What follows belongs to an exercise in optimizing a design on an open flow for small area, a short achievable clock period and few clock cycles; a production flow would make more cautious choices. In this exercise RTL edits were held to simulation tests only and were not proved equivalent to the original. Power and IR drop assume default switching activity.

--- flow/config.mk ---
export PLATFORM = sky130hd
export DESIGN_NAME = fpdivsqrt
export DESIGN_NICKNAME = fpdivsqrt
export VERILOG_FILES = /design/flow/design.v
export SDC_FILE = /design/flow/constraint.sdc
export NUM_CORES = 4
export LEC_CHECK = 0
export CAP_MARGIN = 50
export CORE_MARGIN = 2
export CORE_UTILIZATION = 40
export CTS_CLUSTER_DIAMETER = 100
export CTS_CLUSTER_SIZE = 30
export PLACE_DENSITY = 0.75
export SLEW_MARGIN = 70
export TNS_END_PERCENT = 100
--- flow/constraint.sdc ---
create_clock -name core_clock -period 10.0 [get_ports {clk}]
set_input_delay 2.0000 -clock core_clock [delete_from_list [all_inputs] [get_ports {clk}]]
set_output_delay 2.0000 -clock core_clock [all_outputs]
set_load 0.01 [all_outputs]
--- flow/design.v ---
module fpdivsqrt (
    input  wire        clk,
    input  wire        rst_n,
    input  wire        in_valid,
    output wire        in_ready,
    input  wire        in_op,
    input  wire [1:0]  in_rnd,
    input  wire        in_ftz,
    input  wire        in_canon,
    input  wire [31:0] in_a,
    input  wire [31:0] in_b,
    output reg         out_valid,
    output reg  [31:0] out_result,
    output reg  [5:0]  out_flags
);
    function rnd_inc;
        input [1:0] mode;
        input       s, lsb, g, st;
        begin
            case (mode)
                2'd0: rnd_inc = g && (st || lsb);
                2'd1: rnd_inc = 1'b0;
                2'd2: rnd_inc = !s && (g || st);
                default: rnd_inc = s && (g || st);
            endcase
        end
    endfunction
    reg        rdy;
    assign in_ready = rdy;
    always @(posedge clk) rdy <= rst_n;
    wire        i_v = in_valid && rdy;
    wire        i_op = in_op, i_ftz = in_ftz, i_canon = in_canon;
    wire [1:0]  i_rnd = in_rnd;
    wire [31:0] i_a = in_a, i_b = in_b;
    wire        is_sqrt = i_op;
    wire        sa = i_a[31], sb = i_b[31];
    wire [7:0]  ea_f = i_a[30:23], eb_f = i_b[30:23];
    wire [22:0] fa = i_a[22:0], fb = i_b[22:0];
    wire a_nan  = (ea_f == 8'hFF) && (fa != 0);
    wire b_nan  = !is_sqrt && (eb_f == 8'hFF) && (fb != 0);
    wire a_snan = a_nan && !fa[22];
    wire b_snan = b_nan && !fb[22];
    wire a_inf  = (ea_f == 8'hFF) && (fa == 0);
    wire b_inf  = (eb_f == 8'hFF) && (fb == 0);
    wire a_sub  = (ea_f == 8'h00) && (fa != 0);
    wire b_sub  = !is_sqrt && (eb_f == 8'h00) && (fb != 0);
    wire a_zero = (ea_f == 8'h00) && ((fa == 0) || i_ftz);
    wire b_zero = (eb_f == 8'h00) && ((fb == 0) || i_ftz);
    wire den_in = i_ftz && (a_sub || b_sub);
    wire [23:0] ma = (ea_f == 0) ? {1'b0, fa} : {1'b1, fa};
    wire [23:0] mb = (eb_f == 0) ? {1'b0, fb} : {1'b1, fb};
    wire [7:0]  ea_e = (ea_f == 0) ? 8'd1 : ea_f;
    wire [7:0]  eb_e = (eb_f == 0) ? 8'd1 : eb_f;
    reg [4:0] lza, lzb;
    integer i;
    always @(*) begin
        lza = 5'd0;
        lzb = 5'd0;
        for (i = 0; i < 24; i = i + 1) begin
            if (ma[i]) lza = 5'd23 - i[4:0];
            if (mb[i]) lzb = 5'd23 - i[4:0];
        end
    end
    reg        sp_sel, sp_inv, sp_dz, sp_pb, sp_pz;
    reg [1:0]  sp_ss;
    reg [1:0]  sp_kind;
    always @(*) begin
        sp_sel  = 1'b1;
        sp_inv  = 1'b0;
        sp_dz   = 1'b0;
        sp_kind = 2'd0;
        sp_ss   = is_sqrt ? 2'd1 : 2'd3;
        sp_pb   = 1'b0;
        sp_pz   = 1'b1;
        if (a_nan || b_nan) begin
            sp_kind = 2'd2;
            sp_ss   = i_canon ? 2'd0 : (a_nan ? 2'd1 : 2'd2);
            sp_pb   = !a_nan;
            sp_pz   = i_canon;
            sp_inv  = a_snan || b_snan;
        end else if (is_sqrt) begin
            if (a_zero)      sp_kind = 2'd0;
            else if (sa)     begin sp_kind = 2'd2; sp_ss = 2'd0; sp_inv = 1'b1; end
            else if (a_inf)  sp_kind = 2'd1;
            else             sp_sel = 1'b0;
        end else begin
            if ((a_inf && b_inf) || (a_zero && b_zero)) begin
                sp_kind = 2'd2; sp_ss = 2'd0; sp_inv = 1'b1;
            end else if (a_inf)         sp_kind = 2'd1;
            else if (b_inf || a_zero)   sp_kind = 2'd0;
            else if (b_zero) begin
                sp_kind = 2'd1; sp_dz = 1'b1;
            end else                    sp_sel = 1'b0;
        end
    end
    reg        c_v, c_op, c_ftz, c_sel, c_sa, c_sb, c_pb, c_pz, c_den, c_dz, c_inv;
    reg [1:0]  c_ss;
    reg [1:0]  c_rnd, c_kind;
    reg [4:0]  c_lza, c_lzb;
    reg [7:0]  c_ea;
    reg [8:0]  c_ed;
    reg [23:0] c_ma, c_mb;
    always @(posedge clk) begin
        c_v    <= rst_n && i_v;
        c_op   <= i_op;
        c_rnd  <= i_rnd;
        c_ftz  <= i_ftz;
        c_sel  <= sp_sel;
        c_ss   <= sp_ss;
        c_sa   <= sa;
        c_sb   <= sb;
        c_pb   <= sp_pb;
        c_pz   <= sp_pz;
        c_kind <= sp_kind;
        c_den  <= den_in;
        c_dz   <= sp_dz;
        c_inv  <= sp_inv;
        c_lza  <= lza;
        c_lzb  <= lzb;
        c_ea   <= ea_e;
        c_ed   <= {1'b0, ea_e} - {1'b0, eb_e};
        c_ma   <= ma;
        c_mb   <= mb;
    end
    wire [23:0] na = c_ma << c_lza;
    wire [23:0] nb = c_mb << c_lzb;
    wire signed [10:0] xa = $signed({3'd0, c_ea}) - 11'sd127 - $signed({6'd0, c_lza});
    wire signed [10:0] xd = $signed({{2{c_ed[8]}}, c_ed})
                          - $signed({6'd0, c_lza}) + $signed({6'd0, c_lzb});
    wire signed [10:0] xq = c_op ? (xa >>> 1) : xd;
    wire [21:0] pay = c_pz ? 22'd0 : (c_pb ? c_mb[21:0] : c_ma[21:0]);
    reg        p_v, p_op, p_ftz, p_sel, p_sgn, p_odd;
    reg [1:0]  p_rnd;
    reg [9:0]  p_e;
    reg [22:0] p_na, p_d;
    always @(posedge clk) begin
        p_v   <= rst_n && c_v;
        p_op  <= c_op;
        p_rnd <= c_rnd;
        p_ftz <= c_ftz;
        p_sel <= c_sel;
        p_sgn <= (c_ss[0] & c_sa) ^ (c_ss[1] & c_sb);
        p_odd <= xa[0];
        p_e   <= c_sel ? {5'd0, c_kind, c_den, c_dz, c_inv} : xq[9:0];
        p_na  <= na[22:0];
        p_d   <= c_sel ? {1'b0, pay} : nb[22:0];
    end
    wire [24:0] s_d1   = {1'b0, 1'b1, p_na} - {1'b0, 1'b1, p_d};    
    wire [24:0] s_d2   = {1'b1, p_na, 1'b0} - {1'b0, 1'b1, p_d};    
    wire        a_lt_b = s_d1[24];
    wire [23:0] s_diff = a_lt_b ? s_d2[23:0] : s_d1[23:0];
    wire [25:0] r_div  = {s_diff, 2'b00};
    wire [25:0] r_sqrt = p_odd ? {(p_na[22] ? 2'b10 : 2'b01), p_na[21:0], 2'b00}
                               : {2'b00, p_na, 1'b0};
    wire [9:0]  p_em1  = p_e - 10'd1;
    reg        s0_v, s0_sq, s0_ftz, s0_sel, s0_sgn;
    reg [1:0]  s0_rnd;
    reg [9:0]  s0_e;
    reg [25:0] s0_nfr;
    reg [25:0] s0_r;
    always @(posedge clk) begin
        s0_v   <= rst_n && p_v;
        s0_sq  <= p_op && !p_sel;
        s0_rnd <= p_rnd;
        s0_ftz <= p_ftz;
        s0_sel <= p_sel;
        s0_sgn <= p_sgn;
        s0_e   <= (p_op || p_sel || !a_lt_b) ? p_e : p_em1;
        s0_nfr <= (p_op && !p_sel) ? {1'b0, {25{1'b1}}} : {1'b0, ~p_d, 2'b11};
        s0_r   <= p_op ? r_sqrt : r_div;
    end
    wire [25:0] nf1 = s0_nfr & ~{2'd0, s0_sq, 23'd0};
    wire [28:0] t1x = {1'b0, s0_r, 1'b0, 1'b1} + {2'b11, nf1, 1'b1};
    wire [27:0] t1 = t1x[28:1];
    wire        b1 = !t1[27];
    wire [25:0] r2 = b1 ? t1[25:0] : {s0_r[24:0], 1'b0};
    wire [25:0] nfr2 = s0_nfr & ~{1'd0, s0_sq & b1, 24'd0};
    reg        s1_v, s1_sq, s1_ftz, s1_sel, s1_sgn;
    reg [1:0]  s1_rnd;
    reg [25:0] s1_nfr;
    reg [8:0]  s1_e;
    reg [25:0] s1_r;
    reg [0:0] s1_q;
    always @(posedge clk) begin
        s1_v   <= rst_n && s0_v;
        s1_sq <= s0_sq;
        s1_rnd <= s0_rnd;
        s1_ftz <= s0_ftz;
        s1_sel <= s0_sel;
        s1_sgn <= s0_sgn;
        s1_e <= (s0_e[9:8] == 2'b10) ? 9'h100 : (s0_e[9:8] == 2'b01) ? 9'h0FF : s0_e[8:0];
        s1_nfr <= nfr2;
        s1_r <= r2;
        s1_q <= {b1};
    end
    wire [25:0] nf2 = s1_nfr & ~{3'd0, s1_sq, 22'd0};
    wire [28:0] t2x = {1'b0, s1_r, 1'b0, 1'b1} + {2'b11, nf2, 1'b1};
    wire [27:0] t2 = t2x[28:1];
    wire        b2 = !t2[27];
    wire [25:0] r3 = b2 ? t2[25:0] : {s1_r[24:0], 1'b0};
    wire [25:0] nfr3 = s1_nfr & ~{2'd0, s1_sq & b2, 23'd0};
    reg        s2_v, s2_sq, s2_ftz, s2_sel, s2_sgn;
    reg [1:0]  s2_rnd;
    reg [25:0] s2_nfr;
    reg [8:0]  s2_e;
    reg [25:0] s2_r;
    reg [1:0] s2_q;
    always @(posedge clk) begin
        s2_v   <= rst_n && s1_v;
        s2_sq <= s1_sq;
        s2_rnd <= s1_rnd;
        s2_ftz <= s1_ftz;
        s2_sel <= s1_sel;
        s2_sgn <= s1_sgn;
        s2_e <= s1_e;
        s2_nfr <= nfr3;
        s2_r <= r3;
        s2_q <= {s1_q, b2};
    end
    wire [25:0] nf3 = s2_nfr & ~{4'd0, s2_sq, 21'd0};
    wire [28:0] t3x = {1'b0, s2_r, 1'b0, 1'b1} + {2'b11, nf3, 1'b1};
    wire [27:0] t3 = t3x[28:1];
    wire        b3 = !t3[27];
    wire [25:0] r4 = b3 ? t3[25:0] : {s2_r[24:0], 1'b0};
    wire [25:0] nfr4 = s2_nfr & ~{3'd0, s2_sq & b3, 22'd0};
    reg        s3_v, s3_sq, s3_ftz, s3_sel, s3_sgn;
    reg [1:0]  s3_rnd;
    reg [25:0] s3_nfr;
    reg [8:0]  s3_e;
    reg [25:0] s3_r;
    reg [2:0] s3_q;
    always @(posedge clk) begin
        s3_v   <= rst_n && s2_v;
        s3_sq <= s2_sq;
        s3_rnd <= s2_rnd;
        s3_ftz <= s2_ftz;
        s3_sel <= s2_sel;
        s3_sgn <= s2_sgn;
        s3_e <= s2_e;
        s3_nfr <= nfr4;
        s3_r <= r4;
        s3_q <= {s2_q, b3};
    end
    wire [25:0] nf4 = s3_nfr & ~{5'd0, s3_sq, 20'd0};
    wire [28:0] t4x = {1'b0, s3_r, 1'b0, 1'b1} + {2'b11, nf4, 1'b1};
    wire [27:0] t4 = t4x[28:1];
    wire        b4 = !t4[27];
    wire [25:0] r5 = b4 ? t4[25:0] : {s3_r[24:0], 1'b0};
    wire [25:0] nfr5 = s3_nfr & ~{4'd0, s3_sq & b4, 21'd0};
    reg        s4_v, s4_sq, s4_ftz, s4_sel, s4_sgn;
    reg [1:0]  s4_rnd;
    reg [25:0] s4_nfr;
    reg [8:0]  s4_e;
    reg [25:0] s4_r;
    reg [3:0] s4_q;
    always @(posedge clk) begin
        s4_v   <= rst_n && s3_v;
        s4_sq <= s3_sq;
        s4_rnd <= s3_rnd;
        s4_ftz <= s3_ftz;
        s4_sel <= s3_sel;
        s4_sgn <= s3_sgn;
        s4_e <= s3_e;
        s4_nfr <= nfr5;
        s4_r <= r5;
        s4_q <= {s3_q, b4};
    end
    wire [25:0] nf5 = s4_nfr & ~{6'd0, s4_sq, 19'd0};
    wire [28:0] t5x = {1'b0, s4_r, 1'b0, 1'b1} + {2'b11, nf5, 1'b1};
    wire [27:0] t5 = t5x[28:1];
    wire        b5 = !t5[27];
    wire [25:0] r6 = b5 ? t5[25:0] : {s4_r[24:0], 1'b0};
    wire [25:0] nfr6 = s4_nfr & ~{5'd0, s4_sq & b5, 20'd0};
    reg        s5_v, s5_sq, s5_ftz, s5_sel, s5_sgn;
    reg [1:0]  s5_rnd;
    reg [25:0] s5_nfr;
    reg [8:0]  s5_e;
    reg [25:0] s5_r;
    reg [4:0] s5_q;
    always @(posedge clk) begin
        s5_v   <= rst_n && s4_v;
        s5_sq <= s4_sq;
        s5_rnd <= s4_rnd;
        s5_ftz <= s4_ftz;
        s5_sel <= s4_sel;
        s5_sgn <= s4_sgn;
        s5_e <= s4_e;
        s5_nfr <= nfr6;
        s5_r <= r6;
        s5_q <= {s4_q, b5};
    end
    wire [25:0] nf6 = s5_nfr & ~{7'd0, s5_sq, 18'd0};
    wire [28:0] t6x = {1'b0, s5_r, 1'b0, 1'b1} + {2'b11, nf6, 1'b1};
    wire [27:0] t6 = t6x[28:1];
    wire        b6 = !t6[27];
    wire [25:0] r7 = b6 ? t6[25:0] : {s5_r[24:0], 1'b0};
    wire [25:0] nfr7 = s5_nfr & ~{6'd0, s5_sq & b6, 19'd0};
    reg        s6_v, s6_sq, s6_ftz, s6_sel, s6_sgn;
    reg [1:0]  s6_rnd;
    reg [25:0] s6_nfr;
    reg [8:0]  s6_e;
    reg [25:0] s6_r;
    reg [5:0] s6_q;
    always @(posedge clk) begin
        s6_v   <= rst_n && s5_v;
        s6_sq <= s5_sq;
        s6_rnd <= s5_rnd;
        s6_ftz <= s5_ftz;
        s6_sel <= s5_sel;
        s6_sgn <= s5_sgn;
        s6_e <= s5_e;
        s6_nfr <= nfr7;
        s6_r <= r7;
        s6_q <= {s5_q, b6};
    end
    wire [25:0] nf7 = s6_nfr & ~{8'd0, s6_sq, 17'd0};
    wire [28:0] t7x = {1'b0, s6_r, 1'b0, 1'b1} + {2'b11, nf7, 1'b1};
    wire [27:0] t7 = t7x[28:1];
    wire        b7 = !t7[27];
    wire [25:0] r8 = b7 ? t7[25:0] : {s6_r[24:0], 1'b0};
    wire [25:0] nfr8 = s6_nfr & ~{7'd0, s6_sq & b7, 18'd0};
    reg        s7_v, s7_sq, s7_ftz, s7_sel, s7_sgn;
    reg [1:0]  s7_rnd;
    reg [25:0] s7_nfr;
    reg [8:0]  s7_e;
    reg [25:0] s7_r;
    reg [6:0] s7_q;
    always @(posedge clk) begin
        s7_v   <= rst_n && s6_v;
        s7_sq <= s6_sq;
        s7_rnd <= s6_rnd;
        s7_ftz <= s6_ftz;
        s7_sel <= s6_sel;
        s7_sgn <= s6_sgn;
        s7_e <= s6_e;
        s7_nfr <= nfr8;
        s7_r <= r8;
        s7_q <= {s6_q, b7};
    end
    wire [25:0] nf8 = s7_nfr & ~{9'd0, s7_sq, 16'd0};
    wire [28:0] t8x = {1'b0, s7_r, 1'b0, 1'b1} + {2'b11, nf8, 1'b1};
    wire [27:0] t8 = t8x[28:1];
    wire        b8 = !t8[27];
    wire [25:0] r9 = b8 ? t8[25:0] : {s7_r[24:0], 1'b0};
    wire [25:0] nfr9 = s7_nfr & ~{8'd0, s7_sq & b8, 17'd0};
    reg        s8_v, s8_sq, s8_ftz, s8_sel, s8_sgn;
    reg [1:0]  s8_rnd;
    reg [25:0] s8_nfr;
    reg [8:0]  s8_e;
    reg [25:0] s8_r;
    reg [7:0] s8_q;
    always @(posedge clk) begin
        s8_v   <= rst_n && s7_v;
        s8_sq <= s7_sq;
        s8_rnd <= s7_rnd;
        s8_ftz <= s7_ftz;
        s8_sel <= s7_sel;
        s8_sgn <= s7_sgn;
        s8_e <= s7_e;
        s8_nfr <= nfr9;
        s8_r <= r9;
        s8_q <= {s7_q, b8};
    end
    wire [25:0] nf9 = s8_nfr & ~{10'd0, s8_sq, 15'd0};
    wire [28:0] t9x = {1'b0, s8_r, 1'b0, 1'b1} + {2'b11, nf9, 1'b1};
    wire [27:0] t9 = t9x[28:1];
    wire        b9 = !t9[27];
    wire [25:0] r10 = b9 ? t9[25:0] : {s8_r[24:0], 1'b0};
    wire [25:0] nfr10 = s8_nfr & ~{9'd0, s8_sq & b9, 16'd0};
    reg        s9_v, s9_sq, s9_ftz, s9_sel, s9_sgn;
    reg [1:0]  s9_rnd;
    reg [25:0] s9_nfr;
    reg [8:0]  s9_e;
    reg [25:0] s9_r;
    reg [8:0] s9_q;
    always @(posedge clk) begin
        s9_v   <= rst_n && s8_v;
        s9_sq <= s8_sq;
        s9_rnd <= s8_rnd;
        s9_ftz <= s8_ftz;
        s9_sel <= s8_sel;
        s9_sgn <= s8_sgn;
        s9_e <= s8_e;
        s9_nfr <= nfr10;
        s9_r <= r10;
        s9_q <= {s8_q, b9};
    end
    wire [25:0] nf10 = s9_nfr & ~{11'd0, s9_sq, 14'd0};
    wire [28:0] t10x = {1'b0, s9_r, 1'b0, 1'b1} + {2'b11, nf10, 1'b1};
    wire [27:0] t10 = t10x[28:1];
    wire        b10 = !t10[27];
    wire [25:0] r11 = b10 ? t10[25:0] : {s9_r[24:0], 1'b0};
    wire [25:0] nfr11 = s9_nfr & ~{10'd0, s9_sq & b10, 15'd0};
    reg        s10_v, s10_sq, s10_ftz, s10_sel, s10_sgn;
    reg [1:0]  s10_rnd;
    reg [25:0] s10_nfr;
    reg [8:0]  s10_e;
    reg [25:0] s10_r;
    reg [9:0] s10_q;
    always @(posedge clk) begin
        s10_v   <= rst_n && s9_v;
        s10_sq <= s9_sq;
        s10_rnd <= s9_rnd;
        s10_ftz <= s9_ftz;
        s10_sel <= s9_sel;
        s10_sgn <= s9_sgn;
        s10_e <= s9_e;
        s10_nfr <= nfr11;
        s10_r <= r11;
        s10_q <= {s9_q, b10};
    end
    wire [25:0] nf11 = s10_nfr & ~{12'd0, s10_sq, 13'd0};
    wire [28:0] t11x = {1'b0, s10_r, 1'b0, 1'b1} + {2'b11, nf11, 1'b1};
    wire [27:0] t11 = t11x[28:1];
    wire        b11 = !t11[27];
    wire [25:0] r12 = b11 ? t11[25:0] : {s10_r[24:0], 1'b0};
    wire [25:0] nfr12 = s10_nfr & ~{11'd0, s10_sq & b11, 14'd0};
    reg        s11_v, s11_sq, s11_ftz, s11_sel, s11_sgn;
    reg [1:0]  s11_rnd;
    reg [25:0] s11_nfr;
    reg [8:0]  s11_e;
    reg [25:0] s11_r;
    reg [10:0] s11_q;
    always @(posedge clk) begin
        s11_v   <= rst_n && s10_v;
        s11_sq <= s10_sq;
        s11_rnd <= s10_rnd;
        s11_ftz <= s10_ftz;
        s11_sel <= s10_sel;
        s11_sgn <= s10_sgn;
        s11_e <= s10_e;
        s11_nfr <= nfr12;
        s11_r <= r12;
        s11_q <= {s10_q, b11};
    end
    wire [25:0] nf12 = s11_nfr & ~{13'd0, s11_sq, 12'd0};
    wire [28:0] t12x = {1'b0, s11_r, 1'b0, 1'b1} + {2'b11, nf12, 1'b1};
    wire [27:0] t12 = t12x[28:1];
    wire        b12 = !t12[27];
    wire [25:0] r13 = b12 ? t12[25:0] : {s11_r[24:0], 1'b0};
    wire [25:0] nfr13 = s11_nfr & ~{12'd0, s11_sq & b12, 13'd0};
    reg        s12_v, s12_sq, s12_ftz, s12_sel, s12_sgn;
    reg [1:0]  s12_rnd;
    reg [25:0] s12_nfr;
    reg [8:0]  s12_e;
    reg [25:0] s12_r;
    reg [11:0] s12_q;
    always @(posedge clk) begin
        s12_v   <= rst_n && s11_v;
        s12_sq <= s11_sq;
        s12_rnd <= s11_rnd;
        s12_ftz <= s11_ftz;
        s12_sel <= s11_sel;
        s12_sgn <= s11_sgn;
        s12_e <= s11_e;
        s12_nfr <= nfr13;
        s12_r <= r13;
        s12_q <= {s11_q, b12};
    end
    wire [25:0] nf13 = s12_nfr & ~{14'd0, s12_sq, 11'd0};
    wire [28:0] t13x = {1'b0, s12_r, 1'b0, 1'b1} + {2'b11, nf13, 1'b1};
    wire [27:0] t13 = t13x[28:1];
    wire        b13 = !t13[27];
    wire [25:0] r14 = b13 ? t13[25:0] : {s12_r[24:0], 1'b0};
    wire [25:0] nfr14 = s12_nfr & ~{13'd0, s12_sq & b13, 12'd0};
    reg        s13_v, s13_sq, s13_ftz, s13_sel, s13_sgn;
    reg [1:0]  s13_rnd;
    reg [25:0] s13_nfr;
    reg [8:0]  s13_e;
    reg [25:0] s13_r;
    reg [12:0] s13_q;
    always @(posedge clk) begin
        s13_v   <= rst_n && s12_v;
        s13_sq <= s12_sq;
        s13_rnd <= s12_rnd;
        s13_ftz <= s12_ftz;
        s13_sel <= s12_sel;
        s13_sgn <= s12_sgn;
        s13_e <= s12_e;
        s13_nfr <= nfr14;
        s13_r <= r14;
        s13_q <= {s12_q, b13};
    end
    wire [25:0] nf14 = s13_nfr & ~{15'd0, s13_sq, 10'd0};
    wire [28:0] t14x = {1'b0, s13_r, 1'b0, 1'b1} + {2'b11, nf14, 1'b1};
    wire [27:0] t14 = t14x[28:1];
    wire        b14 = !t14[27];
    wire [25:0] r15 = b14 ? t14[25:0] : {s13_r[24:0], 1'b0};
    wire [25:0] nfr15 = s13_nfr & ~{14'd0, s13_sq & b14, 11'd0};
    reg        s14_v, s14_sq, s14_ftz, s14_sel, s14_sgn;
    reg [1:0]  s14_rnd;
    reg [25:0] s14_nfr;
    reg [8:0]  s14_e;
    reg [25:0] s14_r;
    reg [13:0] s14_q;
    always @(posedge clk) begin
        s14_v   <= rst_n && s13_v;
        s14_sq <= s13_sq;
        s14_rnd <= s13_rnd;
        s14_ftz <= s13_ftz;
        s14_sel <= s13_sel;
        s14_sgn <= s13_sgn;
        s14_e <= s13_e;
        s14_nfr <= nfr15;
        s14_r <= r15;
        s14_q <= {s13_q, b14};
    end
    wire [25:0] nf15 = s14_nfr & ~{16'd0, s14_sq, 9'd0};
    wire [28:0] t15x = {1'b0, s14_r, 1'b0, 1'b1} + {2'b11, nf15, 1'b1};
    wire [27:0] t15 = t15x[28:1];
    wire        b15 = !t15[27];
    wire [25:0] r16 = b15 ? t15[25:0] : {s14_r[24:0], 1'b0};
    wire [25:0] nfr16 = s14_nfr & ~{15'd0, s14_sq & b15, 10'd0};
    reg        s15_v, s15_sq, s15_ftz, s15_sel, s15_sgn;
    reg [1:0]  s15_rnd;
    reg [25:0] s15_nfr;
    reg [8:0]  s15_e;
    reg [25:0] s15_r;
    reg [14:0] s15_q;
    always @(posedge clk) begin
        s15_v   <= rst_n && s14_v;
        s15_sq <= s14_sq;
        s15_rnd <= s14_rnd;
        s15_ftz <= s14_ftz;
        s15_sel <= s14_sel;
        s15_sgn <= s14_sgn;
        s15_e <= s14_e;
        s15_nfr <= nfr16;
        s15_r <= r16;
        s15_q <= {s14_q, b15};
    end
    wire [25:0] nf16 = s15_nfr & ~{17'd0, s15_sq, 8'd0};
    wire [28:0] t16x = {1'b0, s15_r, 1'b0, 1'b1} + {2'b11, nf16, 1'b1};
    wire [27:0] t16 = t16x[28:1];
    wire        b16 = !t16[27];
    wire [25:0] r17 = b16 ? t16[25:0] : {s15_r[24:0], 1'b0};
    wire [25:0] nfr17 = s15_nfr & ~{16'd0, s15_sq & b16, 9'd0};
    reg        s16_v, s16_sq, s16_ftz, s16_sel, s16_sgn;
    reg [1:0]  s16_rnd;
    reg [25:0] s16_nfr;
    reg [8:0]  s16_e;
    reg [25:0] s16_r;
    reg [15:0] s16_q;
    always @(posedge clk) begin
        s16_v   <= rst_n && s15_v;
        s16_sq <= s15_sq;
        s16_rnd <= s15_rnd;
        s16_ftz <= s15_ftz;
        s16_sel <= s15_sel;
        s16_sgn <= s15_sgn;
        s16_e <= s15_e;
        s16_nfr <= nfr17;
        s16_r <= r17;
        s16_q <= {s15_q, b16};
    end
    wire [25:0] nf17 = s16_nfr & ~{18'd0, s16_sq, 7'd0};
    wire [28:0] t17x = {1'b0, s16_r, 1'b0, 1'b1} + {2'b11, nf17, 1'b1};
    wire [27:0] t17 = t17x[28:1];
    wire        b17 = !t17[27];
    wire [25:0] r18 = b17 ? t17[25:0] : {s16_r[24:0], 1'b0};
    wire [25:0] nfr18 = s16_nfr & ~{17'd0, s16_sq & b17, 8'd0};
    reg        s17_v, s17_sq, s17_ftz, s17_sel, s17_sgn;
    reg [1:0]  s17_rnd;
    reg [25:0] s17_nfr;
    reg [8:0]  s17_e;
    reg [25:0] s17_r;
    reg [16:0] s17_q;
    always @(posedge clk) begin
        s17_v   <= rst_n && s16_v;
        s17_sq <= s16_sq;
        s17_rnd <= s16_rnd;
        s17_ftz <= s16_ftz;
        s17_sel <= s16_sel;
        s17_sgn <= s16_sgn;
        s17_e <= s16_e;
        s17_nfr <= nfr18;
        s17_r <= r18;
        s17_q <= {s16_q, b17};
    end
    wire [25:0] nf18 = s17_nfr & ~{19'd0, s17_sq, 6'd0};
    wire [28:0] t18x = {1'b0, s17_r, 1'b0, 1'b1} + {2'b11, nf18, 1'b1};
    wire [27:0] t18 = t18x[28:1];
    wire        b18 = !t18[27];
    wire [25:0] r19 = b18 ? t18[25:0] : {s17_r[24:0], 1'b0};
    wire [25:0] nfr19 = s17_nfr & ~{18'd0, s17_sq & b18, 7'd0};
    reg        s18_v, s18_sq, s18_ftz, s18_sel, s18_sgn;
    reg [1:0]  s18_rnd;
    reg [25:0] s18_nfr;
    reg [8:0]  s18_e;
    reg [25:0] s18_r;
    reg [17:0] s18_q;
    always @(posedge clk) begin
        s18_v   <= rst_n && s17_v;
        s18_sq <= s17_sq;
        s18_rnd <= s17_rnd;
        s18_ftz <= s17_ftz;
        s18_sel <= s17_sel;
        s18_sgn <= s17_sgn;
        s18_e <= s17_e;
        s18_nfr <= nfr19;
        s18_r <= r19;
        s18_q <= {s17_q, b18};
    end
    wire [25:0] nf19 = s18_nfr & ~{20'd0, s18_sq, 5'd0};
    wire [28:0] t19x = {1'b0, s18_r, 1'b0, 1'b1} + {2'b11, nf19, 1'b1};
    wire [27:0] t19 = t19x[28:1];
    wire        b19 = !t19[27];
    wire [25:0] r20 = b19 ? t19[25:0] : {s18_r[24:0], 1'b0};
    wire [25:0] nfr20 = s18_nfr & ~{19'd0, s18_sq & b19, 6'd0};
    reg        s19_v, s19_sq, s19_ftz, s19_sel, s19_sgn;
    reg [1:0]  s19_rnd;
    reg [25:0] s19_nfr;
    reg [8:0]  s19_e;
    reg [25:0] s19_r;
    reg [18:0] s19_q;
    always @(posedge clk) begin
        s19_v   <= rst_n && s18_v;
        s19_sq <= s18_sq;
        s19_rnd <= s18_rnd;
        s19_ftz <= s18_ftz;
        s19_sel <= s18_sel;
        s19_sgn <= s18_sgn;
        s19_e <= s18_e;
        s19_nfr <= nfr20;
        s19_r <= r20;
        s19_q <= {s18_q, b19};
    end
    wire [25:0] nf20 = s19_nfr & ~{21'd0, s19_sq, 4'd0};
    wire [28:0] t20x = {1'b0, s19_r, 1'b0, 1'b1} + {2'b11, nf20, 1'b1};
    wire [27:0] t20 = t20x[28:1];
    wire        b20 = !t20[27];
    wire [25:0] r21 = b20 ? t20[25:0] : {s19_r[24:0], 1'b0};
    wire [25:0] nfr21 = s19_nfr & ~{20'd0, s19_sq & b20, 5'd0};
    reg        s20_v, s20_sq, s20_ftz, s20_sel, s20_sgn;
    reg [1:0]  s20_rnd;
    reg [25:0] s20_nfr;
    reg [8:0]  s20_e;
    reg [25:0] s20_r;
    reg [19:0] s20_q;
    always @(posedge clk) begin
        s20_v   <= rst_n && s19_v;
        s20_sq <= s19_sq;
        s20_rnd <= s19_rnd;
        s20_ftz <= s19_ftz;
        s20_sel <= s19_sel;
        s20_sgn <= s19_sgn;
        s20_e <= s19_e;
        s20_nfr <= nfr21;
        s20_r <= r21;
        s20_q <= {s19_q, b20};
    end
    wire [25:0] nf21 = s20_nfr & ~{22'd0, s20_sq, 3'd0};
    wire [28:0] t21x = {1'b0, s20_r, 1'b0, 1'b1} + {2'b11, nf21, 1'b1};
    wire [27:0] t21 = t21x[28:1];
    wire        b21 = !t21[27];
    wire [25:0] r22 = b21 ? t21[25:0] : {s20_r[24:0], 1'b0};
    wire [25:0] nfr22 = s20_nfr & ~{21'd0, s20_sq & b21, 4'd0};
    reg        s21_v, s21_sq, s21_ftz, s21_sel, s21_sgn;
    reg [1:0]  s21_rnd;
    reg [25:0] s21_nfr;
    reg [8:0]  s21_e;
    reg [25:0] s21_r;
    reg [20:0] s21_q;
    always @(posedge clk) begin
        s21_v   <= rst_n && s20_v;
        s21_sq <= s20_sq;
        s21_rnd <= s20_rnd;
        s21_ftz <= s20_ftz;
        s21_sel <= s20_sel;
        s21_sgn <= s20_sgn;
        s21_e <= s20_e;
        s21_nfr <= nfr22;
        s21_r <= r22;
        s21_q <= {s20_q, b21};
    end
    wire [25:0] nf22 = s21_nfr & ~{23'd0, s21_sq, 2'd0};
    wire [28:0] t22x = {1'b0, s21_r, 1'b0, 1'b1} + {2'b11, nf22, 1'b1};
    wire [27:0] t22 = t22x[28:1];
    wire        b22 = !t22[27];
    wire [25:0] r23 = b22 ? t22[25:0] : {s21_r[24:0], 1'b0};
    wire [25:0] nfr23 = s21_nfr & ~{22'd0, s21_sq & b22, 3'd0};
    reg        s22_v, s22_sq, s22_ftz, s22_sel, s22_sgn;
    reg [1:0]  s22_rnd;
    reg [25:0] s22_nfr;
    reg [8:0]  s22_e;
    reg [25:0] s22_r;
    reg [21:0] s22_q;
    always @(posedge clk) begin
        s22_v   <= rst_n && s21_v;
        s22_sq <= s21_sq;
        s22_rnd <= s21_rnd;
        s22_ftz <= s21_ftz;
        s22_sel <= s21_sel;
        s22_sgn <= s21_sgn;
        s22_e <= s21_e;
        s22_nfr <= nfr23;
        s22_r <= r23;
        s22_q <= {s21_q, b22};
    end
    wire [25:0] nf23 = s22_nfr & ~{24'd0, s22_sq, 1'd0};
    wire [28:0] t23x = {1'b0, s22_r, 1'b0, 1'b1} + {2'b11, nf23, 1'b1};
    wire [27:0] t23 = t23x[28:1];
    wire        b23 = !t23[27];
    wire [25:0] r24 = b23 ? t23[25:0] : {s22_r[24:0], 1'b0};
    wire [25:0] nfr24 = s22_nfr & ~{23'd0, s22_sq & b23, 2'd0};
    reg        s23_v, s23_sq, s23_ftz, s23_sel, s23_sgn;
    reg [1:0]  s23_rnd;
    reg [25:0] s23_nfr;
    reg [8:0]  s23_e;
    reg [25:0] s23_r;
    reg [22:0] s23_q;
    always @(posedge clk) begin
        s23_v   <= rst_n && s22_v;
        s23_sq <= s22_sq;
        s23_rnd <= s22_rnd;
        s23_ftz <= s22_ftz;
        s23_sel <= s22_sel;
        s23_sgn <= s22_sgn;
        s23_e <= s22_e;
        s23_nfr <= nfr24;
        s23_r <= r24;
        s23_q <= {s22_q, b23};
    end
    wire [25:0] nf24 = s23_nfr & ~{25'd0, s23_sq};
    wire [28:0] t24x = {1'b0, s23_r, 1'b0, 1'b1} + {2'b11, nf24, 1'b1};
    wire [27:0] t24 = t24x[28:1];
    wire        b24 = !t24[27];
    wire        stk25 = b24 ? (t24[25:0] != 26'd0) : (s23_r != 26'd0);
    wire [25:0] r25 = b24 ? t24[25:0] : {s23_r[24:0], 1'b0};
    wire [25:0] nfr25 = s23_nfr & ~{24'd0, s23_sq & b24, 1'd0};
    reg        s24_v, s24_sq, s24_ftz, s24_sel, s24_sgn;
    reg [1:0]  s24_rnd;
    reg [25:0] s24_nfr;
    wire signed [12:0] e_unb = {{4{s23_e[8]}}, s23_e};
    wire signed [12:0] dsh_raw = -13'sd126 - e_unb;
    wire [12:0] e_bias  = e_unb + 13'sd127;
    reg        s24_sub, s24_m127;
    reg [4:0]  s24_dsh;
    reg [8:0]  s24_eb;
    reg        s24_stk;
    reg [23:0] s24_q;
    always @(posedge clk) begin
        s24_v   <= rst_n && s23_v;
        s24_sq <= s23_sq;
        s24_rnd <= s23_rnd;
        s24_ftz <= s23_ftz;
        s24_sel <= s23_sel;
        s24_sgn <= s23_sgn;
        s24_sub  <= (e_unb < -13'sd126);
        s24_m127 <= (e_unb == -13'sd127);
        s24_dsh  <= (dsh_raw > 13'sd26) ? 5'd26 : dsh_raw[4:0];
        s24_eb   <= s23_sel ? {4'd0, s23_e[4:0]} : e_bias[8:0];
        s24_nfr <= nfr25;
        s24_stk <= stk25;
        s24_q <= {s23_q, b24};
    end
    wire [23:0] n_mant  = {1'b1, s24_q[23:1]};
    wire        n_guard = s24_q[0];
    wire        n_ones  = (s24_q[23:1] == 23'h7F_FFFF);
    wire        inc24   = rnd_inc(s24_rnd, s24_sgn, n_mant[0], n_guard, s24_stk);
    wire        carry24 = inc24 && n_ones;
    wire        tiny    = s24_sub && !(s24_m127 && carry24);
    wire [51:0] dext    = {n_mant, n_guard, s24_stk, 26'd0} >> s24_dsh;
    wire [23:0] d_mant  = dext[51:28];
    wire        d_guard = dext[27];
    wire        d_stk   = |dext[26:0];
    reg        u_v, u_ftz, u_sel, u_sgn, u_tiny, u_sub, u_guard, u_stk, u_ovf0, u_ovf1, u_ones;
    reg [1:0]  u_rnd;
    reg [7:0]  u_eb;
    reg [23:0] u_mant;
    always @(posedge clk) begin
        u_v     <= rst_n && s24_v;
        u_ftz   <= s24_ftz;
        u_rnd   <= s24_rnd;
        u_sel   <= s24_sel;
        u_sgn   <= s24_sgn;
        u_tiny  <= tiny;
        u_sub   <= s24_sub;
        u_guard <= s24_sub ? d_guard : n_guard;
        u_stk   <= s24_sub ? d_stk   : s24_stk;
        u_mant  <= s24_sel ? {s24_eb[4:3], ~s24_nfr[23:2]} : (s24_sub ? d_mant : n_mant);
        u_eb    <= s24_sel ? {5'd0, s24_eb[2:0]} : s24_eb[7:0];
        u_ovf0  <= (s24_eb >= 9'd255);
        u_ovf1  <= (s24_eb >= 9'd254);
        u_ones  <= n_ones && !s24_sub;    
    end
    wire         inexact = u_guard || u_stk;
    wire         inc     = rnd_inc(u_rnd, u_sgn, u_mant[0], u_guard, u_stk);
    wire [24:0]  m_inc   = {1'b0, u_mant} + 25'd1;
    wire [24:0]  r_mant  = inc ? m_inc : {1'b0, u_mant};
    wire         cy      = inc && u_ones;    
    wire [7:0]   eb_inc  = u_eb + 8'd1;
    wire [7:0]   e_b     = u_sub ? {7'd0, r_mant[23]} : (cy ? eb_inc : u_eb);
    wire [22:0]  frac    = cy ? 23'd0 : r_mant[22:0];
    wire         ovf     = !u_sub && (cy ? u_ovf1 : u_ovf0);
    wire         to_max  = (u_rnd == 2'd1) || (u_rnd == 2'd3 && !u_sgn) || (u_rnd == 2'd2 && u_sgn);
    reg [31:0] res;
    reg [5:0]  flg;    
    always @(*) begin
        flg = 6'd0;
        if (u_sel) begin
            case (u_mant[23:22])
                2'd0:    res = {u_sgn, 31'd0};
                2'd1:    res = {u_sgn, 8'hFF, 23'd0};
                default: res = {u_sgn, 8'hFF, 1'b1, u_mant[21:0]};
            endcase
            flg[5] = u_eb[2];
            flg[1] = u_eb[1];
            flg[0] = u_eb[0];
        end else if (u_ftz && u_tiny) begin
            res = {u_sgn, 31'd0};
            flg[4:3] = 2'b11;
            flg[5] = 1'b1;
        end else if (ovf) begin
            res = to_max ? {u_sgn, 8'hFE, 23'h7F_FFFF} : {u_sgn, 8'hFF, 23'd0};
            flg[4] = 1'b1;
            flg[2] = 1'b1;
        end else begin
            res = {u_sgn, e_b, frac};
            flg[4] = inexact;
            flg[3] = u_tiny && inexact;
        end
    end
    always @(posedge clk) begin
        out_valid  <= rst_n && u_v;
        out_result <= res;
        out_flags  <= flg;
    end
endmodule
--- flow/flow/run.sh ---
#!/bin/bash
set -euo pipefail
bash standard.sh SETUP_SLACK_MARGIN=6.5 > standard.log 2>&1
--- flow/standard.sh ---
#!/bin/bash
# synth_recipe.tcl (not shown) runs the flow's synth.tcl, then flattens the netlist and writes it again
# the make line also repeats each setting of config.mk as NAME=value (left out here)
make -C /OpenROAD-flow-scripts/flow DESIGN_CONFIG=/design/flow/config.mk WORK_HOME=/design/flow/orfs CLKGATE_MAP_FILE= SYNTH_SCRIPT=/design/flow/synth_recipe.tcl "${@:-finish}"
==> key figures, run 1 <==
Finish
  • Fin area: 0.0933 mm2
  • Final net count: 9122
  • Diodes inserted: 0
  • Max reg flops: 32
  • P&R area growth vs syn: 10.6%
  • Regs by FF count: out_result x32, s0_r x25, s23_r x25
  • Reg with most FFs: out_result
  • Share of cells above drive strength 1: 9.89%

Worst setup path
  • Crit-path max FO: 4
  • Req. time, crit path: 10640 ps
  • CP max-delay cell: clkdlybuf4s50_1
  • Reg2reg path depth: 12
  • Crit path launch type: primary input
  • Critical path class: primary input to flop
  • Reg-to-Reg End: s7_r[14]
  • Worst EP arrival: 4080 ps
  • Flop2flop setup slack: 6580 ps
  • Worst r2r src: s6_nfr[3]
  • Critical path's largest stage delay: 520 ps
  • CP Cell Sequence: clkdlybuf4s50_1 > nor4_4 > nand2_1 > nor3_4 > nor2_1 > nor2_2 > a221o_1 > mux2i_1 > and2_1
  • Crit. End Element: flop

Route
  • DR WL/cell: 16.8 um
  • First DRT Iteration DRCs: 3785
  • Residual DRC count: 0
  • DR pass1 iterations: 5
  • Via count: 59000
  • Remaining antenna violation count after routing: 0
  • Vias per cell: 5.25
  • Final wirelength: 189000 um

Min path
  • Hold Startpoint: s18_sgn
  • Hold depth: 0
  • Hold crit path type: flop to flop
  • Hold Path End: s19_sgn

Power
  • Leakage: 38.8 nW
  • Peak VDD IR: 0.203 mV
  • PD cells: 380 mW/mm2

Global routing
  • Largest net degree at the start of global routing: 52
  • Most crowded layer after global routing: met2
  • Met2 usage: 30.6%
  • Initial antenna violation count: 3
  • Grt total ovfl: 0
  • Vias in the first global route: 59100
  • Gr usage total: 16.8%
  • First-pass GRT wire length: 301000 um
  • Met3 usage: 2.15%
  • Met1 Resource Use GR: 19.6%

Synth
  • Net Count, Synth: 9003
  • Leading area contributor after synthesis: dfxtp_1
  • Synth unique cells: 97
  • FFs w/ async S/R, synth: 0%
  • Leading post-synthesis cells by cell area: dfxtp_1 (50%), ha_1 (9.0%), a21oi_1 (3.8%)
  • Flops & latches, synth: 2099
  • Post-synth EDFFs: 0
  • Primary FF master, synth: dfxtp_1
  • Synth warnings: 1
  • Syn avg cell area: 10.2 um2
  • Most frequent cells after synthesis: dfxtp_1 (2099), a21oi_1 (642), ha_1 (609)
  • Gate Count Post-Synth: 8290
  • Area share of the largest cell type after synthesis: 49.8%
  • Register area share after synthesis: 49.8%
  • Synth Cell Area: 0.0844 mm2
  • Most numerous cell in the Yosys netlist: dfxtp_1

Timing
  • Final slew viol count: 0
  • Clk_skew: 53.7 ps
  • Final-report hold violation count: 0
  • Period utilization: 34.5%
  • Slew headroom: 67.9%
  • Setup TNS: 0 ps
  • RSZ-0062 raised after global routing: true
  • Final setup margin: 6550 ps
  • Final Critical Period: 3450 ps
  • F_max: 290 MHz
  • Count of final setup violators: 0
  • Least-Margin Pin Slew: 475 ps

Place
  • DPL Wire Length: 144000 um
  • Setup slack at placement: 5380 ps
  • RePlAce Congestion: 0.918
  • Area after DPL: 0.0894 mm2
  • I/O Buffers: 111

Clock tree
  • Clock slew at reported path FFs: 110 ps
  • CTS Buf Count: 84
  • CTS Buffer Depth: 3
  • CTS Hold Buffers Added: 0
  • TritonCTS clock tree: done
  • H-tree levels: 3
  • CTS Sinks: 2099
  • Clock latency at the later pin of the worst-skew pair: 770 ps
  • Root Buffer: clkbuf_16

Floorplanning
  • Die height: 463 um
  • Total core area: 0.210 mm2
  • Starting density of the core: 40.3%
  • Die area: 0.215 mm2
  • Ports: 112
  • Die outline width: 463 um
  • Num rows: 168

Status
  • Outcome: finished clean

Flow run
  • Max_cap viols: 0
-- what timing repair did --
item,4_1_cts,5_1_grt
cloned,1,5
buffers inserted,13,44
resized for setup,99,127
endpoints found under the setup margin,176,255
pin swaps,19,51
-- worst max-delay path, delay by kind of cell --
kind	cells	cell delay [ps]
AO/OA/AOI/OAI	1	260
buffers and inverters	1	520
multiplexers	1	110
AND/OR/NAND/NOR	6	1200
-- cells in the final DEF (no fill, tap or decap), types with 137 or more instances in the layout --
cell type,n
dfxtp_1,2068
a21oi_1,607
nor2_1,596
ha_1,594
nand2_1,539
o21ai_0,475
xnor2_1,318
inv_1,295
mux2_2,261
a21o_1,218
xor2_1,192
mux2i_1,149
nor3_1,137
-- power by group --
part / total [mW] / switching, mW / leakage (nW) / internal (mW)
clock network: 4.13 / 2.52 / 1.17 / 1.61
registers: 13.0 / 1.68 / 17.6 / 11.4
logic: 18.3 / 9.88 / 20.0 / 8.40
total: 35.4 / 14.1 / 38.8 / 21.4
-- area by class of cell --
| class | count | area (um2) |
|---|---|---|
| clock buffer | 85 | 2110 |
| inverter | 311 | 1190 |
| tap | 2805 | 3510 |
| sequential | 2099 | 42100 |
| timing repair buffer | 220 | 2080 |
| fill | 19400 | 116000 |
| multi-input combinational | 5693 | 42000 |
| clock inverter | 15 | 322 |
-- through the flow --
step	hold slack [ps]	power, mW	utilization (%)	cells
finish	323	35.4	44.5	11200
global route	324	38.1	44.5	11200
CTS	324	34.8	44.0	11200
detailed placement	312	30.5	42.7	11100
global placement	310	29.4	42.3	11000
floorplan	310	26.1	-	8290
-- cell families (layout without fill, tap and decap cells) --
family	Yosys count	in the layout	synth area share [%]
adder cells (fa/ha/maj)	649	649	9.88
AND/OR/NAND/NOR	1989	1989	11.1
flip-flops	2099	2099	49.8
multiplexers	446	446	5.93
AO/OA/AOI/OAI	2094	2097	15.7
buffers and inverters	501	631	2.30
XOR/XNOR	512	512	5.31
-- worst max-delay path by stage --
| stage | from | end | slack (ps) | depth (start not counted) |
|---|---|---|---|---|
| 2_1_floorplan | in_a[23] | c_ed[8] | 6210 | 13 |
| 3_3_place_gp | in_a[28] | c_ed[8] | 5320 | 14 |
| 3_5_place_dp | in_a[24] | c_ed[8] | 5380 | 14 |
| 4_1_cts | p_na[0] | s0_e[8] | 6500 | 15 |
| 5_1_grt | s6_nfr[3] | s7_r[8] | 6450 | 12 |
| 6_report | in_b[12] | c_ss[1] | 6550 | 9 |
-- routing by layer --
layer / wire [um] / share of wire (%)
met1: 79800 / 42
met2: 93100 / 49
met3: 6700 / 3.6
met4: 8940 / 4.7
met5: 23 / 0.012
Testbench counts, summed over its fixed seeds: cycles 5,024.
==> inputs of run 2 (changes only) <==
==> flow/flow/run.sh (replaced) <==
#!/bin/bash
set -euo pipefail
bash standard.sh SETUP_SLACK_MARGIN=6.9 "BUFFER_PORTS_ARGS=-buffer_cell sky130_fd_sc_hd__buf_4" > standard.log 2>&1
--- a/flow/config.mk
+++ b/flow/config.mk
@@ -12,3 +12,2 @@
 export CTS_CLUSTER_SIZE = 30
-export PLACE_DENSITY = 0.75
 export SLEW_MARGIN = 70
==> run 2 against run 1 <==
- maximum frequency is 3.3% lower
- via count rose by 2.0%
- setup slack worse by 120 ps
- global-route usage rose by 1.1 points
- synthesized cell count is the same
- register-to-register slack better by 40 ps
- cell area up 7.1%
- critical path depth is 12 higher
- total power increased by 12%
- hold slack worse by 5.3 ps
- critical path type unchanged
- largest power group unchanged
==> key figures, run 2 <==
Status
  • Outcome: finished clean

Power
  • Leakage: 41.4 nW (+6.5%)
  • PD cells: 396 mW/mm2 (+4.2%)
  • Peak VDD IR: 0.183 mV (-9.7%)
  • Total power: 39.6 mW (+12%)

Place
  • DPL Wire Length: 142000 um (-1.5%)
  • Placed cells: 11100 (+0.045%)
  • RePlAce Congestion: 0.868 (-5.4%)
  • I/O Buffers: 111 (unchanged)

Timing
  • Final slew viol count: 0 (unchanged)
  • RSZ-0062 raised after global routing: true
  • Final Critical Period: 3570 ps (+119 ps)
  • Final-report hold violation count: 0 (unchanged)
  • Clk_skew: 58.7 ps (+4.94 ps)
  • Least-Margin Pin Slew: 711 ps (+235 ps)
  • Setup TNS: 0 ps (unchanged)
  • F_max: 280 MHz (-3.3%)
  • Count of final setup violators: 0 (unchanged)
  • Slew headroom: 52.3% (-16 points)
  • Period utilization: 35.7% (+1.2 points)

Synth
  • Gate Count Post-Synth: 8290 (unchanged)
  • Synth warnings: 1 (unchanged)
  • Synth Cell Area: 0.0844 mm2 (unchanged)
  • Post-Synth Adder-Cell Area: 9.88% (unchanged)
  • Area share of the largest cell type after synthesis: 49.8% (unchanged)
  • Leading area contributor after synthesis: dfxtp_1
  • Syn avg cell area: 10.2 um2 (unchanged)
  • Synth Area in Compound Gates: 15.7% (unchanged)
  • Most numerous cell in the Yosys netlist: dfxtp_1
  • Simple logic cell fraction of the synthesized area: 11.1% (unchanged)
  • FFs w/ async S/R, synth: 0% (unchanged)
  • Xor and xnor fraction of the mapped netlist area: 5.31% (unchanged)
  • Most frequent cells after synthesis: dfxtp_1 (2099), a21oi_1 (642), ha_1 (609)
  • Register area share after synthesis: 49.8% (unchanged)
  • Post-synth EDFFs: 0 (unchanged)
  • Mux cell area share after synthesis: 5.93% (unchanged)
  • Flops & latches, synth: 2099 (unchanged)
  • Primary FF master, synth: dfxtp_1
  • Leading post-synthesis cells by cell area: dfxtp_1 (50%), ha_1 (9.0%), a21oi_1 (3.8%)
  • Synth unique cells: 97 (unchanged)
  • Combinational family with the most area after synthesis: compound AO/OA/AOI/OAI gates
  • Net Count, Synth: 9003 (unchanged)

Worst setup path
  • Crit. End Element: flop
  • Flop2flop setup slack: 6620 ps (+40 ps)
  • Req. time, crit path: 10710 ps (+70 ps)
  • Crit-path max FO: 3 (-1)
  • Crit path launch type: primary input
  • Worst EP arrival: 4280 ps (+200 ps)
  • Critical path class: primary input to flop

Floorplanning
  • Ports: 112 (unchanged)
  • Total core area: 0.210 mm2 (unchanged)
  • Die area: 0.215 mm2 (unchanged)
  • Starting density of the core: 40.3% (unchanged)
  • Die height: 463 um (unchanged)
  • Die outline width: 463 um (unchanged)
  • Num rows: 168 (unchanged)

Finish
  • Regs by FF count: out_result x32, s0_r x25, s23_r x25
  • Most common cell after layout, fill and taps aside: dfxtp_1
  • Final net count: 9382 (+2.9%)
  • Non-filler cells, final: 11500 (+2.7%)
  • Max reg flops: 32 (unchanged)
  • Most frequent cells in the layout: dfxtp_1 (1938), a21oi_1 (571), nor2_1 (558), ha_1 (540), nand2_1 (497)
  • P&R area growth vs syn: 18.5%
  • Share of cells above drive strength 1: 19.8% (+9.9 points)
  • Reg with most FFs: out_result

Global routing
  • Vias in the first global route: 58500 (-1.1%)
  • First-pass GRT wire length: 317000 um (+5.4%)
  • Gr usage total: 17.9% (+1.1 points)
  • Grt total ovfl: 0 (unchanged)
  • Initial antenna violation count: 4 (+1)
  • Largest net degree at the start of global routing: 52 (unchanged)

Clock tree
  • CTS Sinks: 2099 (unchanged)
  • CTS Hold Buffers Added: 0 (unchanged)
  • Clock slew at reported path FFs: 110 ps (about the same)
  • TritonCTS clock tree: done
  • Root Buffer: clkbuf_16
  • CTS Buffer Depth: 3 (unchanged)
  • Clock latency at the later pin of the worst-skew pair: 810 ps (+40 ps)
  • CTS Buf Count: 91 (+8.3%)
  • H-tree levels: 3 (unchanged)

Route
  • DR pass1 iterations: 5 (unchanged)
  • Remaining antenna violation count after routing: 0 (unchanged)
  • DR WL/cell: 17.7 um (+5.3%)
  • Residual DRC count: 0 (unchanged)
  • Via count: 60200 (+2.0%)
  • Final wirelength: 204000 um (+8.1%)
  • First DRT Iteration DRCs: 3613 (-4.5%)
  • Vias per cell: 5.22 (-0.61%)

Flow run
  • Max_cap viols: 0 (unchanged)

Min path
  • Hold crit path type: flop to flop
==> run 2: cell types whose count changed in the layout (fill, tap and decap cells not counted), sizes merged <==
cell	change
buf	+341
clkdlybuf4s50	-44
dlygate4sd2	-44
dlymetal6s2s	-14
clkbuf	+12
inv	+12
diode	+10
a21o	+9
clkinv	+8
clkinvlp	+8
clkdlybuf4s15	-2
o21ba	+2
bufbuf	+1
==> run 2: what timing repair did <==
item | CTS | global route
resized for setup | 576 | 525
setup buffers | 152 | 108
pin swaps | 206 | 237
hold endpoints to repair | 0 | 0
setup endpoints to repair | 610 | 584
gates cloned | 38 | 15
==> run 2: cell type report <==
type                    instances  area [um2]
diodes                         10        25.0
clock buffers                  96        2320
clock inverters                40         658
fillers                     19200      110000
inverters                     311        1260
multi-input cells            5704       44900
flip-flops and latches       2099       42300
well taps                    2805        3510
repair buffers                459        5030
repair inverters                3        47.5
==> run 2: critical path: stages <==
cell and delay, ps:
buf_8 80, nor4_4 40, buf_6 130, nand2_4 90
nand2b_4 70, buf_6 120, buf_6 100, buf_6 100
buf_4 130, buf_6 110, buf_6 100, buf_4 120
buf_4 120, buf_6 110, buf_6 110, buf_4 120
buf_4 120, buf_4 130, buf_4 130, buf_4 120
buf_4 120
==> run 2: kinds of logic (layout without fill, tap and decap cells) <==
logic type                 Yosys count  count (layout)
DFF                               2099            2099
AOI/OAI and AO/OA                 2094            2108
and+or+nand+nor                   1989            1989
adders and majority gates          649             649
xor gates and xnor gates           512             512
buffers and inverters              501             909
muxes                              446             446
other                                0              10
==> run 2: per-stage QoR <==
stage	hold slack (ps)	util (%)	setup slack [ps]	area, um2
final	317	47.7	6430	100000
after global placement	309	42.2	5320	88500
after global routing	330	47.7	6470	100000
after floorplan	310	-	6210	84700
after detailed placement	312	42.7	5450	89400
after CTS	317	46.1	6560	96600
==> run 2: report_power, final <==
| group | switching (mW) | internal, mW |
|---|---|---|
| registers | 1.79 | 11.4 |
| logic | 11.2 | 10.6 |
| clock network | 2.80 | 1.82 |
==> run 2: worst paths after layout <==
path                   start        to  cells after the start
hold / removal      s18_q[7]  s19_q[8]                      0
setup reg to reg  s23_nfr[2]   s24_stk                     10
hold reg to reg     s18_q[7]  s19_q[8]                      0
setup / recovery    in_a[27]   c_ea[0]                     21
==> run 2: routing by layer <==
metal  vias up  track usage [%]  share of wire, %
met1     28900             25.1                48
met4         0             4.25               2.2
met5         -                0                 0
li1      30000                -                 -
met2      1070             29.3                46
met3       218             2.13               3.8
==> inputs of run 3 (changes only) <==
==> flow/flow/run.sh (replaced) <==
#!/bin/bash
set -euo pipefail
bash standard.sh SETUP_SLACK_MARGIN=6.6 "BUFFER_PORTS_ARGS=-buffer_cell sky130_fd_sc_hd__buf_4" > standard.log 2>&1
--- a/flow/config.mk
+++ b/flow/config.mk
@@ -7,3 +7,3 @@
 export LEC_CHECK = 0
-export CAP_MARGIN = 50
+export CAP_MARGIN = 20
 export CORE_MARGIN = 2
@@ -12,3 +12,3 @@
 export CTS_CLUSTER_SIZE = 30
-export SLEW_MARGIN = 70
+export SLEW_MARGIN = 20
 export TNS_END_PERCENT = 100
==> run 3 against run 2 <==
- still clean
- combinational power decreased by 16%
- first-iteration DRC count is 3.3% higher
- global-route usage fell by 0.97 points
- final cell count decreased by 2.3%
- clock-buffer cell count fell by 6
- register-to-register slack got worse by 40 ps
- synthesized cell count did not move
- die area unchanged
- core utilization down 3.3 points
- setup slack improved by 140 ps
==> key figures, run 3 <==
Clock tree
  • CTS Sinks: 2099 (unchanged)
  • Clock latency at the later pin of the worst-skew pair: 770 ps (-40 ps)
  • TritonCTS clock tree: done
  • CTS Buf Count: 86 (-5.5%)
  • Clock slew at reported path FFs: 110 ps (about the same)
  • H-tree levels: 3 (unchanged)
  • CTS Buffer Depth: 3 (unchanged)
  • CTS Hold Buffers Added: 0 (unchanged)
  • Root Buffer: clkbuf_16

Status
  • Outcome: finished clean

Finish
  • Most frequent cells in the layout: dfxtp_1 (2081), a21oi_1 (612), ha_1 (602), nor2_1 (598), nand2_1 (544)
  • Regs by FF count: out_result x32, s0_r x25, s23_r x25
  • P&R area growth vs syn: 10.3%
  • Max reg flops: 32 (unchanged)
  • Most common cell after layout, fill and taps aside: dfxtp_1
  • Share of cells above drive strength 1: 10.7% (-9.1 points)
  • Multi-input gate area: 0.0420 mm2 (-6.4%)
  • Reg with most FFs: out_result
  • Flip-flop and latch area: 0.0420 mm2 (-0.54%)
  • Filler cells: 19800 (+3.3%)
  • Fin area: 0.0931 mm2 (-6.9%)
  • Final net count: 9138 (-2.6%)

Worst setup path
  • Critical path class: flop to flop
  • Worst r2r src: s23_sq
  • Critical path's largest stage delay: 530 ps (+400 ps)
  • CP max-delay cell: or4_4
  • Reg-to-Reg End: s24_stk
  • Crit path launch type: flop
  • CP Cell Sequence: inv_2 > fa_1 > a211oi_2 > o2111ai_2 > a2111oi_4 > o2111ai_1 > a211o_1 > or4_1 > or4_4 > a2111oi_4 > a41oi_2
  • Req. time, crit path: 10630 ps (-80 ps)
  • Reg2reg path depth: 11 (+1)
  • Crit. End Element: flop
  • Most used cell, CP: a2111oi_4
  • Worst EP arrival: 4050 ps (-230 ps)
  • Flop2flop setup slack: 6580 ps (-40 ps)
  • Crit-path max FO: 2 (-1)

Timing
  • RSZ-0062 raised after global routing: true
  • Clk_skew: 36.6 ps (-22.1 ps)
  • Final Critical Period: 3420 ps (-143 ps)
  • Period utilization: 34.2% (-1.4 points)
  • Slew headroom: 15.9% (-36 points)
  • Setup TNS: 0 ps (unchanged)
  • F_max: 292 MHz (+4.2%)
  • Final slew viol count: 0 (unchanged)
  • Count of final setup violators: 0 (unchanged)
  • Final-report hold violation count: 0 (unchanged)
  • Least-Margin Pin Slew: 1260 ps (+550 ps)

Power
  • Clock Power Share: 12.2% (+0.5 points)
  • PD cells: 385 mW/mm2 (-2.6%)
  • Leakage: 38.8 nW (-6.2%)
  • Seq pwr share: 36.6% (+3.3 points)
  • Switching share of total power: 39.8% (-0.048 points)
  • NetSw: 14.3 mW (-9.4%)
  • Pint: 21.6 mW (-9.2%)
  • Comb power frac: 51.2% (-3.8 points)
  • Peak VDD IR: 0.182 mV (-0.61%)

Synth
  • Primary FF master, synth: dfxtp_1
  • Register area share after synthesis: 49.8% (unchanged)
  • Net Count, Synth: 9003 (unchanged)
  • Gate Count Post-Synth: 8290 (unchanged)
  • Syn avg cell area: 10.2 um2 (unchanged)
  • Synth warnings: 1 (unchanged)
  • Leading area contributor after synthesis: dfxtp_1
  • Flops & latches, synth: 2099 (unchanged)
  • Area share of the largest cell type after synthesis: 49.8% (unchanged)
  • Leading post-synthesis cells by cell area: dfxtp_1 (50%), ha_1 (9.0%), a21oi_1 (3.8%)
  • Synth Cell Area: 0.0844 mm2 (unchanged)
  • Synth unique cells: 97 (unchanged)
  • Most frequent cells after synthesis: dfxtp_1 (2099), a21oi_1 (642), ha_1 (609)
  • FFs w/ async S/R, synth: 0% (unchanged)
  • Most numerous cell in the Yosys netlist: dfxtp_1
  • Post-synth EDFFs: 0 (unchanged)

Floorplanning
  • Num rows: 168 (unchanged)
  • Die height: 463 um (unchanged)
  • Ports: 112 (unchanged)
  • Total core area: 0.210 mm2 (unchanged)
  • Starting density of the core: 40.3% (unchanged)
  • Die area: 0.215 mm2 (unchanged)
  • Die outline width: 463 um (unchanged)

Global routing
  • Initial antenna violation count: 5 (+1)
  • Vias in the first global route: 57100 (-2.5%)
  • Largest net degree at the start of global routing: 52 (unchanged)
  • Gr usage total: 16.9% (-0.97 points)
  • Grt total ovfl: 0 (unchanged)
  • First-pass GRT wire length: 301000 um (-5.0%)

Min path
  • Hold Startpoint: s0_sel
  • Hold depth: 0 (unchanged)
  • Hold crit path type: flop to flop
  • Hold Path End: s1_sel

Route
  • Via count: 58700 (-2.6%)
  • Residual DRC count: 0 (unchanged)
  • First DRT Iteration DRCs: 3734 (+3.3%)
  • Final wirelength: 192000 um (-5.8%)
  • Remaining antenna violation count after routing: 0 (unchanged)
  • DR pass1 iterations: 6 (+1)
  • DR WL/cell: 17.0 um (-3.6%)
  • Vias per cell: 5.21 (-0.27%)

Place
  • DPL Wire Length: 140000 um (-1.6%)
  • RePlAce Congestion: 0.862 (-0.74%)
  • I/O Buffers: 111 (unchanged)
  • Area after DPL: 0.0884 mm2 (-1.1%)

Flow run
  • Max_cap viols: 0 (unchanged)
## run 3: layout make-up
cell class | count | area share [%]
flip-flops and latches | 2099 | 45.2
multi-input cells | 5716 | 45.1
well taps | 2805 | 3.77
clock buffers | 90 | 2.35
repair buffers | 209 | 1.86
inverters | 311 | 1.28
clock inverters | 26 | 0.478
repair inverters | 2 | 0.0161
diodes | 5 | 0.0134
## run 3: cell families (layout without fill, tap and decap cells)
family / count (synthesis) / after routing / synth area share, %
xor+xnor: 512 / 512 / 5.31
fa+ha+maj: 649 / 649 / 9.88
other cells: 0 / 5 / 0
compound gates: 2094 / 2120 / 15.7
flops: 2099 / 2099 / 49.8
simple gates: 1989 / 1989 / 11.1
buf+inv: 501 / 638 / 2.30
mux: 446 / 446 / 5.93
## run 3: metrics by stage
step	power, mW	setup WS [ps]	instances	hold slack [ps]	utilization (%)
after detailed placement	30.1	5780	11000	312	42.2
after global placement	29.7	5790	11000	310	42.2
after floorplan	26.1	6210	8290	310	-
after CTS	35.2	6560	11200	317	43.9
after global routing	38.8	6480	11300	326	44.4
final	35.9	6580	11300	322	44.4
## run 3: power by group through the flow
stage	Sequential (mW)	Clock (mW)	Combinational [mW]
2_1_floorplan	12.5	0	13.6
3_3_place_gp	13.3	0	16.4
3_5_place_dp	13.3	0	16.7
4_1_cts	13.2	4.57	17.5
5_1_grt	13.5	4.86	20.5
6_report	13.1	4.36	18.4
## run 3: worst max-delay path, delay by kind of cell (launching register included)
| family | cells | cell delay (ps) |
|---|---|---|
| flops | 1 | 350 |
| simple gates | 2 | 920 |
| buf+inv | 1 | 40 |
| compound gates | 7 | 1510 |
| fa+ha+maj | 1 | 470 |
## run 3: how the worst max path moves through the flow
stage	start	end	slack, ps
2_1_floorplan	in_a[23]	c_ed[8]	6210
3_3_place_gp	in_a[27]	c_ed[8]	5790
3_5_place_dp	in_a[9]	c_ss[1]	5780
4_1_cts	s23_sq	s24_stk	6560
5_1_grt	s23_sq	s24_stk	6480
6_report	s23_sq	s24_stk	6580
## run 3: repair_timing
| action | CTS | global route |
|---|---|---|
| pin swaps | 32 | 68 |
| gates cloned | 14 | 17 |
| setup endpoints to repair | 469 | 587 |
| resized for setup | 108 | 149 |
| setup buffers | 25 | 43 |
## run 3: per-layer routing
metal	track usage [%]	share of wire, %	vias up
li1	-	-	29500
met1	22.5	46	27900
met2	29.3	48	997
met3	1.87	4.2	217
met4	4.01	1.9	0
met5	0	0	-

[what the ideal ports hide]
The flow's constraints put no driver on any port. The routed layouts listed below were extracted and timed again, unchanged, in two steps.
Step 1: set_driving_cell puts a clkbuf_16 on clk and a buf_2 on each other input, an assumption about the parent block.
Step 2 also shifts input and output timing later by t, the mid clock arrival at the registers, as if the neighbouring blocks saw the same clock.
a / b / c = ideal ports / drivers / drivers and shift; a / b = the first two.
run	t, ns	slack for setup (ns)	clock arrival spread, ns
run 1	0.833	6.552 / 6.509 / 5.788	0.058 / 0.057
run 2	0.868	6.433 / 6.471 / 5.603	0.062 / 0.062
run 3	0.847	6.576 / 6.576 / 5.906	0.059 / 0.059
After both steps setup and hold are still met in every run listed. For run 2, which loses most, drivers alone change the setup slack by +0.038 ns; drivers and shift together by -0.830 ns.
